This design comes from an exercise in tuning for small area, a short achievable clock period and few clock cycles on the open sky130 flow, not from production work. In this exercise RTL edits were held to simulation tests only and were not proved equivalent to the original. Power and IR drop assume default switching activity.

==> design.v <==
module pred_expand (
    input  wire        clk,
    input  wire        rst,
    input  wire        cmd_valid,
    output wire        cmd_ready,
    input  wire [14:0] cmd_size,
    input  wire        in_valid,
    output wire        in_ready,
    input  wire [7:0]  in_data,
    input  wire        in_last,
    output wire        out_valid,
    input  wire        out_ready,
    output wire [7:0]  out_data,
    output wire        done_valid,
    output wire        done_err
);
    localparam [3:0] S_IDLE  = 4'd0,
                     S_PRED  = 4'd1,
                     S_K0    = 4'd2,
                     S_UNARY = 4'd3,
                     S_REM   = 4'd4,
                     S_ESC   = 4'd5,
                     S_EMIT  = 4'd6,
                     S_ZERO  = 4'd7,
                     S_DRAIN = 4'd8,
                     S_DONE  = 4'd9;
    reg [3:0]  state;
    reg [14:0] remain;       
    reg [5:0]  opos;         
    reg [2:0]  pred;
    reg [2:0]  k;
    reg        c;
    reg [4:0]  q;
    reg [10:0] u;
    reg [7:0]  hist [0:7];   
    reg [15:0] bbuf;         
    reg [4:0]  bcnt;         
    reg        seen_last;    
    reg        err;
    reg [3:0] need;
    always @(*) begin
        case (state)
            S_PRED, S_K0: need = 4'd3;
            S_UNARY:      need = 4'd1;
            S_REM:        need = {1'b0, k};
            S_ESC:        need = 4'd8;
            default:      need = 4'd0;
        endcase
    end
    wire decoding = (state == S_PRED) || (state == S_K0) || (state == S_UNARY) ||
                    (state == S_REM)  || (state == S_ESC);
    wire have     = (bcnt >= {1'b0, need});
    wire starved  = decoding && !have && seen_last;
    wire take     = decoding && have;
    assign in_ready = !seen_last &&
                      (((decoding || state == S_EMIT || state == S_ZERO) && bcnt <= 5'd8) ||
                       (state == S_DRAIN));
    wire in_fire  = in_valid && in_ready;
    wire [7:0] kmask = (8'd1 << k) - 8'd1;
    wire [7:0] h0 = hist[0];
    wire [7:0] h1 = hist[1];
    wire [7:0] h3 = hist[3];
    wire [7:0] h7 = hist[7];
    reg  [7:0] p;
    always @(*) begin
        case (pred)
            3'd0:    p = h0;
            3'd1:    p = h1;
            3'd2:    p = h3;
            3'd3:    p = h7;
            3'd4:    p = {h0[6:0], 1'b0} - h1;
            default: p = 8'd0;
        endcase
    end
    wire [7:0]  u_half  = u[8:1] + 8'd1;    
    wire [7:0]  r       = u[0] ? (8'd0 - u_half) : u[8:1];
    wire [7:0]  x_emit  = (pred == 3'd5) ? (u[7:0] ^ h7) : (p + r);
    assign out_valid  = (state == S_EMIT) || (state == S_ZERO);
    assign out_data   = (state == S_EMIT) ? x_emit : 8'd0;
    wire   out_fire   = out_valid && out_ready;
    assign cmd_ready  = (state == S_IDLE);
    assign done_valid = (state == S_DONE);
    assign done_err   = err;
    wire [10:0] u_shk   = u >> k;
    wire [10:0] k_half  = (k == 3'd0) ? 11'd0 : (11'd1 << (k - 3'd1));
    reg  [2:0]  k_next;
    reg         c_next;
    always @(*) begin
        k_next = k;
        c_next = 1'b0;
        if (u_shk >= 11'd2) begin
            k_next = (k == 3'd7) ? 3'd7 : k + 3'd1;
        end else if (k != 3'd0 && u < k_half) begin
            if (c) k_next = k - 3'd1;
            else   c_next = 1'b1;
        end
    end
    reg [3:0] used;
    always @(*) begin
        used = 4'd0;
        if (take) used = need;
    end
    wire [15:0] bbuf_shr = bbuf >> used;
    wire [4:0]  bcnt_sub = bcnt - {1'b0, used};
    integer n;
    always @(posedge clk) begin
        if (rst) begin
            state     <= S_IDLE;
            remain    <= 15'd0;
            opos      <= 6'd0;
            pred      <= 3'd0;
            k         <= 3'd0;
            c         <= 1'b0;
            q         <= 5'd0;
            u         <= 11'd0;
            bbuf      <= 16'd0;
            bcnt      <= 5'd0;
            seen_last <= 1'b0;
            err       <= 1'b0;
            for (n = 0; n < 8; n = n + 1) hist[n] <= 8'd0;
        end else begin
            if (in_fire && state != S_DRAIN) begin
                bbuf <= bbuf_shr | ({8'd0, in_data} << bcnt_sub);
                bcnt <= bcnt_sub + 5'd8;
            end else begin
                bbuf <= bbuf_shr;
                bcnt <= bcnt_sub;
            end
            if (in_fire && in_last) seen_last <= 1'b1;
            case (state)
                S_IDLE: begin
                    if (cmd_valid) begin
                        state     <= S_PRED;
                        remain    <= cmd_size;
                        opos      <= 6'd0;
                        bbuf      <= 16'd0;
                        bcnt      <= 5'd0;
                        seen_last <= 1'b0;
                        err       <= 1'b0;
                        for (n = 0; n < 8; n = n + 1) hist[n] <= 8'd0;
                    end
                end
                S_PRED: begin
                    if (take) begin
                        pred  <= bbuf[2:0];
                        state <= (bbuf[2:0] == 3'd7) ? S_ZERO : S_K0;
                    end
                end
                S_K0: begin
                    if (take) begin
                        k     <= bbuf[2:0];
                        c     <= 1'b0;
                        q     <= 5'd0;
                        state <= S_UNARY;
                    end
                end
                S_UNARY: begin
                    if (take) begin
                        if (bbuf[0]) begin
                            q <= q + 5'd1;
                            if (q == 5'd15) state <= S_ESC;
                        end else begin
                            state <= S_REM;
                        end
                    end
                end
                S_REM: begin
                    if (take) begin
                        u     <= ({6'd0, q} << k) | {3'd0, bbuf[7:0] & kmask};
                        state <= S_EMIT;
                    end
                end
                S_ESC: begin
                    if (take) begin
                        u     <= {3'd0, bbuf[7:0]};
                        state <= S_EMIT;
                    end
                end
                S_EMIT, S_ZERO: begin
                    if (out_fire) begin
                        hist[0] <= out_data;
                        for (n = 1; n < 8; n = n + 1) hist[n] <= hist[n-1];
                        if (state == S_EMIT) begin
                            k <= k_next;
                            c <= c_next;
                        end
                        q      <= 5'd0;
                        remain <= remain - 15'd1;
                        opos   <= opos + 6'd1;
                        if (remain == 15'd1)
                            state <= S_DRAIN;
                        else if (opos == 6'd63)
                            state <= S_PRED;
                        else if (state == S_EMIT)
                            state <= S_UNARY;
                    end
                end
                S_DRAIN: begin
                    if (seen_last) state <= S_DONE;
                end
                S_DONE: begin
                    state <= S_IDLE;
                end
                default: state <= S_IDLE;
            endcase
            if (starved) begin
                err   <= 1'b1;
                state <= S_DONE;
            end
        end
    end
endmodule
==> run.sh <==
#!/bin/bash
# synth_recipe.tcl (not shown) runs the flow's synth.tcl, then flattens the netlist and writes it again
# the make line also repeats each setting of config.mk as NAME=value (left out here)
make -C /OpenROAD-flow-scripts/flow DESIGN_CONFIG=/design/flow/config.mk WORK_HOME=/design/flow/orfs CLKGATE_MAP_FILE= SYNTH_SCRIPT=/design/flow/synth_recipe.tcl finish
==> config.mk <==
export PLATFORM = sky130hd
export DESIGN_NAME = pred_expand
export DESIGN_NICKNAME = pred_expand
export VERILOG_FILES = /design/flow/design.v
export SDC_FILE = /design/flow/constraint.sdc
export NUM_CORES = 4
export LEC_CHECK = 0
export CAP_MARGIN = 20
export CORE_MARGIN = 2
export CORE_UTILIZATION = 40
export PLACE_DENSITY = 0.6
export SLEW_MARGIN = 20
==> constraint.sdc <==
create_clock -name core_clock -period 6.5 [get_ports {clk}]
set_input_delay 1.3000 -clock core_clock [delete_from_list [all_inputs] [get_ports {clk}]]
set_output_delay 1.3000 -clock core_clock [all_outputs]
set_load 0.01 [all_outputs]
==> notes.md <==
[logic make-up (layout without fill, tap and decap cells)]
| kind of cell | after synthesis | count (layout) | share of synthesized area, % |
|---|---|---|---|
| AOI/OAI and AO/OA | 344 | 344 | 23.6 |
| muxes | 44 | 44 | 6.24 |
| DFF | 135 | 135 | 29.1 |
| xor gates and xnor gates | 42 | 42 | 3.96 |
| adders and majority gates | 43 | 43 | 6.03 |
| buffers and inverters | 128 | 122 | 5.46 |
| and+or+nand+nor | 491 | 491 | 25.7 |
[worst max-delay path by stage]
stage | slack (ns) | cells after the start | end | start
5_1_grt | 0.66 | 14 | bbuf[7] | state[0]
3_5_place_dp | 1.13 | 13 | bbuf[7] | state[0]
3_3_place_gp | 1.23 | 17 | bbuf[1] | state[0]
2_1_floorplan | 1.98 | 19 | bbuf[7] | state[1]
6_report | 1.0 | 17 | out_data[7] | hist[1][2]
4_1_cts | 0.94 | 12 | out_data[7] | pred[0]
[per-layer routing]
layer  GRT usage (%)  vias to the layer above  routed length, um
met1            31.4                     4211              12900
met5               0                        -                  0
met4            7.65                        0                682
li1                -                     4454                  -
met3            3.68                       42               1570
met2            33.4                      328              12000
[stage by stage]
step                      setup slack, ns  cell area (um^2)  utilization (%)  power [mW]
final                               0.996             10400             45.6        4.50
after global routing                0.660             10400             45.6        4.81
after CTS                           0.945             10400             45.6        4.47
after detailed placement             1.13              9790             43.1        3.50
after global placement               1.23              9790             43.1        3.51
after floorplan                      1.98              9300                -        2.93
[sequential cells by signal, summed over array words and instances (netlist names)]
signal     flops
hist          64
u             11
state          4
seen_last      1
pred           3
bcnt           5
opos           6
err            1
q              5
k              3
c              1
remain        15
bbuf          16
[layout make-up]
class / instances / share of cell area, %
inverters: 40 / 1.47
well taps: 285 / 3.44
flip-flops and latches: 135 / 26.1
repair buffers: 50 / 4.59
clock buffers: 20 / 4.32
clock inverters: 12 / 1.15
multi-input cells: 964 / 58.9
[power by group through the flow]
stage | combinational, mW | sequential (mW) | clock, mW
finish | 2.47 | 1.08 | 0.950
global route | 2.71 | 1.10 | 1.00
CTS | 2.42 | 1.08 | 0.971
detailed placement | 2.41 | 1.10 | 0
global placement | 2.42 | 1.10 | 0
floorplan | 1.94 | 0.992 | 0
[placed cells by master (no fill, tap or decap), types with 7 or more instances in the layout]
| cell | n |
|---|---|
| nand2_1 | 161 |
| a21oi_1 | 132 |
| a31oi_1 | 11 |
| nor3_1 | 31 |
| a221oi_1 | 8 |
| ha_1 | 40 |
| nand3_1 | 91 |
| nor2b_1 | 7 |
| clkbuf_16 | 17 |
| xor2_1 | 24 |
| o22ai_1 | 10 |
| or3_1 | 8 |
| nand3b_1 | 7 |
| mux4_2 | 10 |
| mux2_2 | 8 |
| and3_1 | 12 |
| dfxtp_1 | 135 |
| and2_1 | 10 |
| clkdlybuf4s50_1 | 40 |
| nor2_1 | 95 |
| a211oi_1 | 29 |
| a311oi_1 | 11 |
| o31ai_1 | 7 |
| o21ai_0 | 52 |
| o211ai_1 | 8 |
| nand4_1 | 13 |
| nor4_1 | 15 |
| nand2b_1 | 11 |
| mux2i_1 | 25 |
| inv_1 | 29 |
| xnor2_1 | 18 |
| buf_4 | 10 |
| inv_2 | 8 |
[critical path, stage by stage, from the launching register on]
cell             delay [ns]
dfxtp_1                0.37
inv_1                  0.06
ha_1                   0.33
nor2b_1                0.16
o21ai_0                0.17
nand2b_1               0.11
a21o_1                 0.18
a21oi_1                0.17
xor2_1                 0.16
o21ai_0                0.09
ha_1                   0.24
or3_1                  0.38
o211ai_1               0.11
xnor2_1                0.17
nor3b_1                0.22
nor3_1                 0.09
nor2_1                 0.19
clkdlybuf4s50_1        0.56
==> flow_metrics.env <==
export IMPL_first_pass_iters=5
export IMPL_power_switching_mw=2.19
export IMPL_drive_above_1_share_pct=6.96
export IMPL_critPathRequiredTime_ns=5.20
export IMPL_finalNonFillerCells=1506
export IMPL_vias=9035
export IMPL_yosysSeqAreaShare_pct=29.1
export IMPL_postCtsSetupRepairBufs=0
export IMPL_wl_per_cell_um=18.0
export IMPL_avgSynthCellArea_um2=7.58
export IMPL_startpoint_type="register"
export IMPL_cts_tree="yes"
export IMPL_initial_core_util_pct=40.9
export IMPL_num_io_pins=42
export IMPL_overflow=0
export IMPL_antennaDiodeCount=0
export IMPL_finClkSkew_ns=0.0148
export IMPL_p_int_mw=2.31
export IMPL_slew_viol_final=0
export IMPL_crit_path_max_fanout=4
export IMPL_rr_endpoint="bbuf[7]"
export IMPL_vias_per_cell=6.00
export IMPL_worst_pin_slew_ns=1.09
export IMPL_ys_flop_type="dfxtp_1"
export IMPL_yosysTopAreaCell="dfxtp_1"
export IMPL_netlist_instances=1227
export IMPL_dp_cells=1474
export IMPL_worstRegToRegCells=13
export IMPL_cts_sinks=135
export IMPL_hold_path_class="register to register"
export IMPL_yosysMostFrequentCell="nand2_1"
export IMPL_grt_pass1_wl_um=43100
export IMPL_ys_warn_count=2
export IMPL_synth_edf_count=0
export IMPL_die_w_um=156
export IMPL_numPortBuffers=41
export IMPL_fin_nets=1280
export IMPL_ir_drop_mv=0.348
export IMPL_async_reset_ff_share_pct=0
export IMPL_p_sw_share_pct=48.6
export IMPL_worstSetupPathType="register to output port"
export IMPL_fillers=2279
export IMPL_min_period_over_period_pct=84.7
export IMPL_hold_path_startpoint="hist[6][7]"
export IMPL_combPwrFrac_pct=54.8
export IMPL_fp_dieH_um=156
export IMPL_cts_resized=0
export IMPL_rsz0062_at_grt="false"
export IMPL_clock_power_share_pct=21.1
export IMPL_synth_top_cells_by_count="161 x nand2_1, 135 x dfxtp_1, 132 x a21oi_1"
export IMPL_synth_area_um2=9300
export IMPL_worstReg2RegStart="state[0]"
export IMPL_seqPwrFrac_pct=24.1
export IMPL_outcome="no timing/DRC/antenna violations"
export IMPL_area_growth_synth_to_final_pct=11.3
export IMPL_grt_max_degree=81
export IMPL_synth_nets=1299
export IMPL_htreeDepth=4
export IMPL_ant_nets=0
export IMPL_final_seq_area_um2=2700
export IMPL_antenna_found_initial=0
export IMPL_grt_total_usage_pct=22.0
export IMPL_core_area_um2=22700
export IMPL_insertion_delay_ns=0.43
export IMPL_tns_ns=0
export IMPL_initialDrtViolationCount=804
export IMPL_multi_input_area_um2=6100
export IMPL_synth_seq_cells=135
export IMPL_holdPathStages=2
export IMPL_hold_buffers=0
export IMPL_gp_congestion=0.940
export IMPL_fmax_ghz=0.182
export IMPL_worstPathArrival_ns=4.20
export IMPL_whs_endpoint="hist[6][7]"
export IMPL_drv_cap=0
export IMPL_grt_pass1_vias=7953
export IMPL_dieArea_um2=24500
export IMPL_ys_types=84
export IMPL_clk_root_buffer_cell="clkbuf_16"
export IMPL_cts_buffers_inserted=17
export IMPL_yosysTopAreaCellShare_pct=29.1
export IMPL_clock_path_buffers=2
export IMPL_leakagePower_nw=3.63
export IMPL_hpwl_um=18900
export IMPL_wl_um=27100
export IMPL_path_clk_slew_ns=0.06
export IMPL_relSlewSlack_pct=26.8
export IMPL_final_min_clock_period_ns=5.50
export IMPL_setup_viol=0
export IMPL_yosys_top_cells_area="dfxtp_1 29%, a21oi_1 7.1%, nand2_1 6.5%"
export IMPL_whs_ns=0.452
export IMPL_p_per_area_nw_per_um2=435
export IMPL_route_detailed_drc=0
export IMPL_rows=55
export IMPL_cp_end_kind="output port"
export IMPL_hold_viol_final=0
export IMPL_rrSetupSlack_ns=1.02
Testbench counts, summed over its fixed seeds: cycles 1,589,074.

## afterwards: timing with drivers on the ports
The flow's constraints put no driver on any port. The routed layout listed below was extracted and timed again, unchanged, in two steps.
Step 1: set_driving_cell puts a clkbuf_16 on clk and a buf_2 on each other input, an assumption about the parent block.
Step 2 times the ports against the registers' clock, not the clock port: input delays grow and output delays shrink by t, the midpoint of the rising clock arrivals with the driver on.
a / b / c = no drivers / after step 1 / after step 2; a / b = the first two.
t (ns): 0.474
setup WS [ns]: 0.996 / 0.949 / 1.019
worst register clock-pin slew, ns: 0.07 / 0.07
After both steps setup and hold are still met in this run. For this run, drivers alone change the setup slack by -0.047 ns; drivers and shift together by +0.023 ns.
